From an optimization exercise on the open Yosys and OpenROAD flow, aimed at small area; shortcuts taken in it are not production practice.
In this exercise RTL edits were held to simulation tests only and were not proved equivalent to the original.
No activity file was given, so power comes from the tool's default toggle rates.

File: flow/config.mk
export PLATFORM = sky130hd
export DESIGN_NAME = uplink_rx
export DESIGN_NICKNAME = uplink_rx
export VERILOG_FILES = /design/flow/design.v
export SDC_FILE = /design/flow/constraint.sdc
export NUM_CORES = 4
export LEC_CHECK = 0
export CAP_MARGIN = 20
export CORE_MARGIN = 2
export CORE_UTILIZATION = 40
export PLACE_DENSITY = 0.6
export SLEW_MARGIN = 20
File: flow/constraint.sdc
create_clock -name core_clock -period 10.0 [get_ports {clk}]
set_input_delay 2.0000 -clock core_clock [delete_from_list [all_inputs] [get_ports {clk}]]
set_output_delay 2.0000 -clock core_clock [all_outputs]
set_load 0.01 [all_outputs]
File: flow/design.v
module uplink_rx (
    input  wire        clk,
    input  wire        rst,           
    input  wire        port_kind,     
    input  wire        sof,           
    input  wire        bit_valid,     
    input  wire        bit_data,
    input  wire [15:0] ov_thr,        
    input  wire [15:0] uv_thr,        
    output reg         frame_done,    
    output reg  [1:0]  frame_err,     
    output reg  [3:0]  ftype,
    output reg  [7:0]  seq,
    output reg  [7:0]  len,
    output reg  [31:0] status,
    output reg         val_valid,     
    output reg  [4:0]  val_idx,
    output reg  [15:0] val_data,
    output reg         val_ov,
    output reg         val_uv,
    output reg         val_sus
);
    localparam [1:0] ERR_OK = 2'd0, ERR_HEADER = 2'd1, ERR_CRC = 2'd2;
    localparam [3:0] FT_CELLS = 4'h8, FT_STRING = 4'h9, FT_TEMPS = 4'hA,
                     FT_READ_RESP = 4'hB, FT_WRITE_ACK = 4'hC,
                     FT_STATUS = 4'hD, FT_NACK = 4'hF;
    localparam [31:0] CRC_POLY = 32'h04C1_1DB7;
    localparam [1:0] S_IDLE = 2'd0, S_HDR = 2'd1, S_BODY = 2'd2, S_CHECK = 2'd3;
    reg [1:0]  state;
    reg [8:0]  bit_cnt;         
    reg [31:0] hdr_sr;
    reg [31:0] crc;             
    reg [15:0] hw_sr;           
    reg [4:0]  hw_cnt;          
    reg [15:0] pbuf [0:23];     
    reg [31:0] status_sr;
    reg [31:0] crc_rx;          
    reg [8:0]  pay_bits;        
    reg [4:0]  n_vals;          
    reg        rel_active;
    reg [4:0]  rel_idx;
    reg [4:0]  rel_n;
    wire [31:0] hdr_word = {hdr_sr[30:0], bit_data};
    wire [3:0]  h_ftype  = hdr_word[31:28];
    wire [7:0]  h_len    = hdr_word[19:12];
    reg hdr_ok;
    always @(*) begin
        case (h_ftype)
            FT_CELLS:     hdr_ok = (port_kind == 1'b0) && (h_len == 8'd48);
            FT_STRING:    hdr_ok = (port_kind == 1'b1) && (h_len == 8'd16);
            FT_TEMPS:     hdr_ok = (port_kind == 1'b0) && (h_len == 8'd36);
            FT_READ_RESP: hdr_ok = (h_len == 8'd4) || (h_len == 8'd8) ||
                                   (h_len == 8'd12) || (h_len == 8'd16);
            FT_WRITE_ACK: hdr_ok = (h_len == 8'd0);
            FT_STATUS:    hdr_ok = (h_len == 8'd0);
            FT_NACK:      hdr_ok = (h_len == 8'd4);
            default:      hdr_ok = 1'b0;
        endcase
        if (hdr_word[11:0] != 12'd0)
            hdr_ok = 1'b0;
    end
    wire [31:0] crc_next = {crc[30:0], 1'b0} ^ ((crc[31] ^ bit_data) ? CRC_POLY : 32'd0);
    always @(posedge clk) begin
        if (rst) begin
            state      <= S_IDLE;
            bit_cnt    <= 9'd0;
            hdr_sr     <= 32'd0;
            crc        <= 32'hFFFF_FFFF;
            hw_sr      <= 16'd0;
            hw_cnt     <= 5'd0;
            status_sr  <= 32'd0;
            crc_rx     <= 32'd0;
            pay_bits   <= 9'd0;
            n_vals     <= 5'd0;
            rel_active <= 1'b0;
            rel_idx    <= 5'd0;
            rel_n      <= 5'd0;
            frame_done <= 1'b0;
            frame_err  <= ERR_OK;
            ftype      <= 4'd0;
            seq        <= 8'd0;
            len        <= 8'd0;
            status     <= 32'd0;
            val_valid  <= 1'b0;
            val_idx    <= 5'd0;
            val_data   <= 16'd0;
            val_ov     <= 1'b0;
            val_uv     <= 1'b0;
            val_sus    <= 1'b0;
        end else begin
            frame_done <= 1'b0;
            if (sof) begin
                state   <= S_HDR;
                bit_cnt <= 9'd0;
                crc     <= 32'hFFFF_FFFF;
                hw_cnt  <= 5'd0;
            end else begin
                case (state)
                    S_IDLE: ;
                    S_HDR: if (bit_valid) begin
                        hdr_sr  <= hdr_word;
                        crc     <= crc_next;
                        bit_cnt <= bit_cnt + 9'd1;
                        if (bit_cnt == 9'd31) begin
                            bit_cnt <= 9'd0;
                            if (hdr_ok) begin
                                state    <= S_BODY;
                                pay_bits <= {h_len, 3'b000};
                                n_vals   <= h_len[5:1];
                            end else begin
                                state      <= S_IDLE;
                                frame_done <= 1'b1;
                                frame_err  <= ERR_HEADER;
                            end
                        end
                    end
                    S_BODY: if (bit_valid) begin
                        bit_cnt <= bit_cnt + 9'd1;
                        if (bit_cnt < pay_bits) begin
                            crc   <= crc_next;
                            hw_sr <= {hw_sr[14:0], bit_data};
                            if (bit_cnt[3:0] == 4'd15) begin
                                pbuf[hw_cnt] <= {hw_sr[14:0], bit_data};
                                hw_cnt       <= hw_cnt + 5'd1;
                            end
                        end else if (bit_cnt < pay_bits + 9'd32) begin
                            crc       <= crc_next;
                            status_sr <= {status_sr[30:0], bit_data};
                        end else begin
                            crc_rx <= {crc_rx[30:0], bit_data};
                            if (bit_cnt == pay_bits + 9'd63)
                                state <= S_CHECK;
                        end
                    end
                    S_CHECK: begin
                        state      <= S_IDLE;
                        frame_done <= 1'b1;
                        if (crc_rx == ~crc) begin
                            frame_err  <= ERR_OK;
                            ftype      <= hdr_sr[31:28];
                            seq        <= hdr_sr[27:20];
                            len        <= hdr_sr[19:12];
                            status     <= status_sr;
                            if (n_vals != 5'd0) begin
                                rel_active <= 1'b1;
                                rel_idx    <= 5'd0;
                                rel_n      <= n_vals;
                            end
                        end else begin
                            frame_err <= ERR_CRC;
                        end
                    end
                endcase
            end
            val_valid <= 1'b0;
            if (rel_active) begin
                val_valid <= 1'b1;
                val_idx   <= rel_idx;
                val_data  <= pbuf[rel_idx];
                if (ftype == FT_CELLS) begin
                    val_ov  <= pbuf[rel_idx] > ov_thr;
                    val_uv  <= pbuf[rel_idx] < uv_thr;
                    val_sus <= (pbuf[rel_idx] > 16'd50000) || status[25];
                end else begin
                    val_ov  <= 1'b0;
                    val_uv  <= 1'b0;
                    val_sus <= 1'b0;
                end
                rel_idx <= rel_idx + 5'd1;
                if (rel_idx == rel_n - 5'd1)
                    rel_active <= 1'b0;
            end
        end
    end
endmodule
File: flow/run.sh
#!/bin/bash
# synth_recipe.tcl (not shown) runs the flow's synth.tcl, then flattens the netlist and writes it again
# the make line also repeats each setting of config.mk as NAME=value (left out here)
make -C /OpenROAD-flow-scripts/flow DESIGN_CONFIG=/design/flow/config.mk WORK_HOME=/design/flow/orfs CLKGATE_MAP_FILE= SYNTH_SCRIPT=/design/flow/synth_recipe.tcl finish
==> run notes <==
## metrics by stage
stage	util [%]	cells	total power, uW	setup WS, ns	hold WS [ns]
6_report	47.4	2922	5410	5.48	0.469
5_1_grt	47.4	2922	5570	5.24	0.480
4_1_cts	47.4	2922	5470	5.37	0.472
3_5_place_dp	43.8	2797	2920	5.08	0.463
3_3_place_gp	43.8	2797	2920	5.16	0.446
2_1_floorplan	-	1885	2890	5.99	0.436
## worst min-delay path by stage
stage / from / end / slack, ns / cells past startpoint
3_3_place_gp: hw_sr[4] / pbuf[6][5] / 0.45 / 0
3_5_place_dp: hdr_sr[11] / hdr_sr[12] / 0.46 / 2
6_report: hdr_sr[11] / hdr_sr[12] / 0.47 / 2
5_1_grt: hdr_sr[11] / hdr_sr[12] / 0.48 / 2
2_1_floorplan: hdr_sr[31] / hdr_sr[31] / 0.44 / 2
4_1_cts: hdr_sr[11] / hdr_sr[12] / 0.47 / 2
## layer usage
layer  up-vias  share of wire, %
met2       424                47
li1       7208                 -
met5         -                 0
met1      7858                45
met4         0               2.6
met3       104               5.5
## worst max-delay path, cell delays in order (launching register included)
cell and delay, ns:
dfxtp_4 0.78, buf_4 0.55, mux4_1 0.68, mux2_2 0.29
nand2_1 0.10, or3b_2 0.52, ha_1 0.31, nor2b_1 0.13
o21a_1 0.16, o21a_1 0.17, o211ai_1 0.15, a21oi_1 0.08
nand4b_1 0.19, a22o_1 0.22
## registers in the layout, indices dropped and copies added, names as in the netlist, 2 cells and up, named ones only
register   flops
crc_rx        32
status_sr     32
hw_sr         15
frame_err      2
rel_n          5
hw_cnt         5
status        32
val_data      16
ftype          4
rel_idx        5
len            8
pay_bits       2
hdr_sr        32
state          2
seq            8
val_idx        5
pbuf         384
bit_cnt        9
crc           32
n_vals         4
## logic make-up (layout without fill, tap and decap cells)
| group | count (synthesis) | after routing |
|---|---|---|
| DFF | 645 | 645 |
| and+or+nand+nor | 511 | 511 |
| muxes | 302 | 302 |
| AOI/OAI and AO/OA | 151 | 151 |
| buffers and inverters | 151 | 333 |
| xor gates and xnor gates | 74 | 74 |
| adders and majority gates | 51 | 51 |
## area by class of cell
type                            count  area [um2]  area share (%)
Sequential cell                   645       16800            54.8
Multi-Input combinational cell   1089        8800            28.8
Clock buffer                       98        2020            6.61
Timing Repair Buffer              157        1470            4.81
Tap cell                          855        1070            3.50
Clock inverter                     27         270           0.883
Inverter                           51         191           0.626
## placed cells by master, fill, tap and decap left out, types with 6 or more instances in the layout
cell	Yosys	layout
buf_4	11	40
clkbuf_8	0	10
inv_1	50	50
nor2b_1	12	12
clkbuf_1	62	14
nand4_1	16	16
o22ai_1	10	10
mux2i_1	200	200
edfxtp_1	384	384
clkbuf_16	0	73
dfxtp_2	0	9
xnor2_1	65	64
a22oi_1	6	6
nand2b_1	6	6
nand2_1	104	103
nand3b_1	7	7
nand3_1	24	24
nor4_1	12	12
clkinv_2	0	8
nor3_1	23	22
mux2_2	8	8
a21oi_1	61	61
nor2_1	276	267
o21ai_0	8	8
nor2_2	0	9
dfxtp_1	261	250
mux4_1	10	10
clkinv_1	1	9
o21a_1	6	6
ha_1	51	51
a211oi_1	11	11
clkdlybuf4s50_1	0	116
xor2_1	9	9
mux4_2	84	84
a21o_1	7	7
## power groups by stage
stage / logic [uW] / clock network, uW / registers (uW)
finish: 73.2 / 2550 / 2790
global route: 80.4 / 2710 / 2790
CTS: 74.2 / 2600 / 2790
detailed placement: 73.6 / 0 / 2840
global placement: 72.7 / 0 / 2840
floorplan: 42.4 / 0 / 2840
==> PnR_summary.wiki <==
{| class="wikitable"
! Metric !! Value
|-
| Commonest cells post-synth || edfxtp_1 (384), nor2_1 (276), dfxtp_1 (261)
|-
| Resize count post-CTS || 0
|-
| Grt ovf || 0
|-
| Met2 capacity usage during global routing || between 30% and 40%
|-
| Register-to-Register Setup Slack || between 5 and 6 ns
|-
| NumNets Final || 2102
|-
| Count of routing violations after the opening detailed-route iteration || roughly 1300
|-
| Sequential area share after synthesis || 64.0%
|-
| Combinational group share of total power || under 10%
|-
| Largest net degree at the start of global routing || 80
|-
| Worst Clk Skew || between 0.02 and 0.03 ns
|-
| Static Leakage || roughly 0.011 uW
|-
| Post-CTS clock slew at the launch and capture registers of the worst setup and hold paths || around 0.060 ns
|-
| Minimum clock period || between 4 and 5 ns
|-
| Clk root buf || clkbuf_16
|-
| Routability Congestion || 0.792
|-
| Endpoint of the worst setup timing path || val_ov
|-
| Global-route track usage on met1 || 26.7%
|-
| Post-synth ARST share || 0%
|-
| Total cell area at the placement stage || 0.0283 mm2
|-
| Cell with the most instances after synthesis || edfxtp_1
|-
| Mean area per synthesized cell || 13.9 um2
|-
| Sequential fraction of design power || 51.5%
|-
| Slew margin rel. || 27.0%
|-
| # rows || a little over 90
|-
| CTS Buffer Depth || 3
|-
| Gate count after technology mapping || roughly 1900
|-
| Count of maximum capacitance violations || 0
|-
| 1st-pass router iterations || 5
|-
| Drt via density || approximately 5.3
|-
| Number of antenna violations at the first check in global routing || 1
|-
| Fin crit share || a little under half
|-
| Count of cell types in the netlist || 66
|-
| Share of final-layout standard cells stronger than drive strength 1 || 13.1%
|-
| WL/cell || approximately 22 um
|-
| Number of setup buffers added after CTS || 0
|-
| Status || no timing/DRC/antenna violations
|-
| NetSw || 1080 uW
|-
| Overall die height || approximately 260 um
|-
| Multiplexer share of the synthesized area || ~16%
|-
| Ranking of synthesized cells by area || edfxtp_1 (44%), dfxtp_1 (20%), mux2i_1 (7.6%), mux4_2 (7.2%), nor2_1 (4.0%)
|-
| Worst setup SP type || register
|-
| Die area || about 0.068 mm2
|-
| Top-level port count || 118
|-
| Clk Latency, worst-skew pair || just over 0.6 ns
|-
| Count of nets left with antenna violations after detail routing || 0
|-
| Min-delay worst type || register to register
|-
| Clock tree from TritonCTS || built
|-
| Final-report max-slew violation count || 0
|-
| RSZ-0062 raised after global routing || false
|-
| Met3 Usage GRT || under 10%
|-
| Via total after detailed routing || about 16000
|-
| DRC violation count after routing || 0
|-
| Final instance area || around 0.03 mm2
|-
| Highest fanout seen on the critical path || 33
|-
| Post-route setup TNS || 0 ns
|-
| # clock sinks || between 600 and 700
|-
| Transition time of the tightest slew-check pin || between 1 and 1.5 ns
|-
| Area fraction in compound gates after synthesis || 3.78%
|-
| Reg2Reg Capture Point || val_ov
|-
| Final number of setup-violating endpoints || 0
|-
| Kind of critical path || register to register
|-
| TritonCTS Buffers || 69
|-
| Hpwl dp || between 40000 and 50000 um
|-
| Net switching share of the total power || 20.0%
|-
| Top achievable clock speed || 221 MHz
|-
| I/O Buffers || roughly 120
|-
| Post-synthesis to final-layout area growth || 16.9%
|-
| Fill cell count || 5676
|-
| Synthesized-area fraction occupied by and/or/nand/nor cells || under 10%
|-
| Cell area after synthesis || approximately 0.026 mm2
|-
| Die width || between 200 and 300 um
|-
| Main combinational cell family by area after synthesis || multiplexers
|-
| Via count of the first global-routing pass || ~16000
|-
| Ys Warns || 1
|-
| Share of the synthesized netlist area taken by xor and xnor gates || 2.48%
|-
| Dominant synthesized flop cell || edfxtp_1
|-
| Number of buffers inserted for hold repair after clock tree synthesis || 0
|-
| Starting utilization of the core area || a little over 40%
|-
| Count of cells along the worst register-to-register path || 13
|-
| Global routing usage summed across all routing layers || about a fifth
|-
| Synthesis-stage register bit count || ~650
|-
| Pwr/cell area || approximately 180 mW/mm2
|-
| Synth top area share || 44.0%
|-
| Layer with the highest usage || met2
|-
| Share of total power in the clock network || between 40% and 50%
|-
| Arrival time of data at the critical path endpoint || about 5 ns
|-
| Adder and majority gate portion of the synthesized area || about 2.4%
|-
| Peak supply drop || 0.131 mV
|-
| Post-detailed-routing wire length || around 64000 um
|-
| First-pass GRT wire length || between 90000 and 100000 um
|-
| Data required time of the worst path || approximately 10 ns
|-
| Number of synthesized flops with an enable pin || between 300 and 400
|-
| Nature of the critical path endpoint || register
|-
| Pint || between 4000 and 5000 uW
|-
| Final Hold Viols || 0
|-
| Area leader, netlist || edfxtp_1
|-
| Net count after synthesis || 1974
|-
| Level count of the clock H-tree || 3
|-
| Core outline area || 0.0646 mm2
|-
| Number of diodes added for antenna fixing || 0
|}

[what the ideal ports hide]
No port has a modelled driver above. Below, the same layout with a new extraction and two added sets of constraints. Step 1 sets driving cells, clkbuf_16 on the clock port and buf_2 on the other inputs (assumed; they add their load-dependent delay and slew). Step 2 moves the port delays by t, midway between the first and last clock arrival at a register: inputs arrive t later, outputs are due t later. That takes back most of the time a late clock gives input paths. Slacks: ideal / step 1 / step 2; pairs: ideal / step 1.
t (ns): 0.653
setup slack, ns: 5.484 / 5.484 / 5.001
slew at the worst register clock pin (ns): 0.06 / 0.06
cell pins on the clock port's net: 1
After both steps this run still meets setup and hold. For this run, drivers alone change the setup slack by 0.000 ns; drivers and shift together by -0.483 ns.
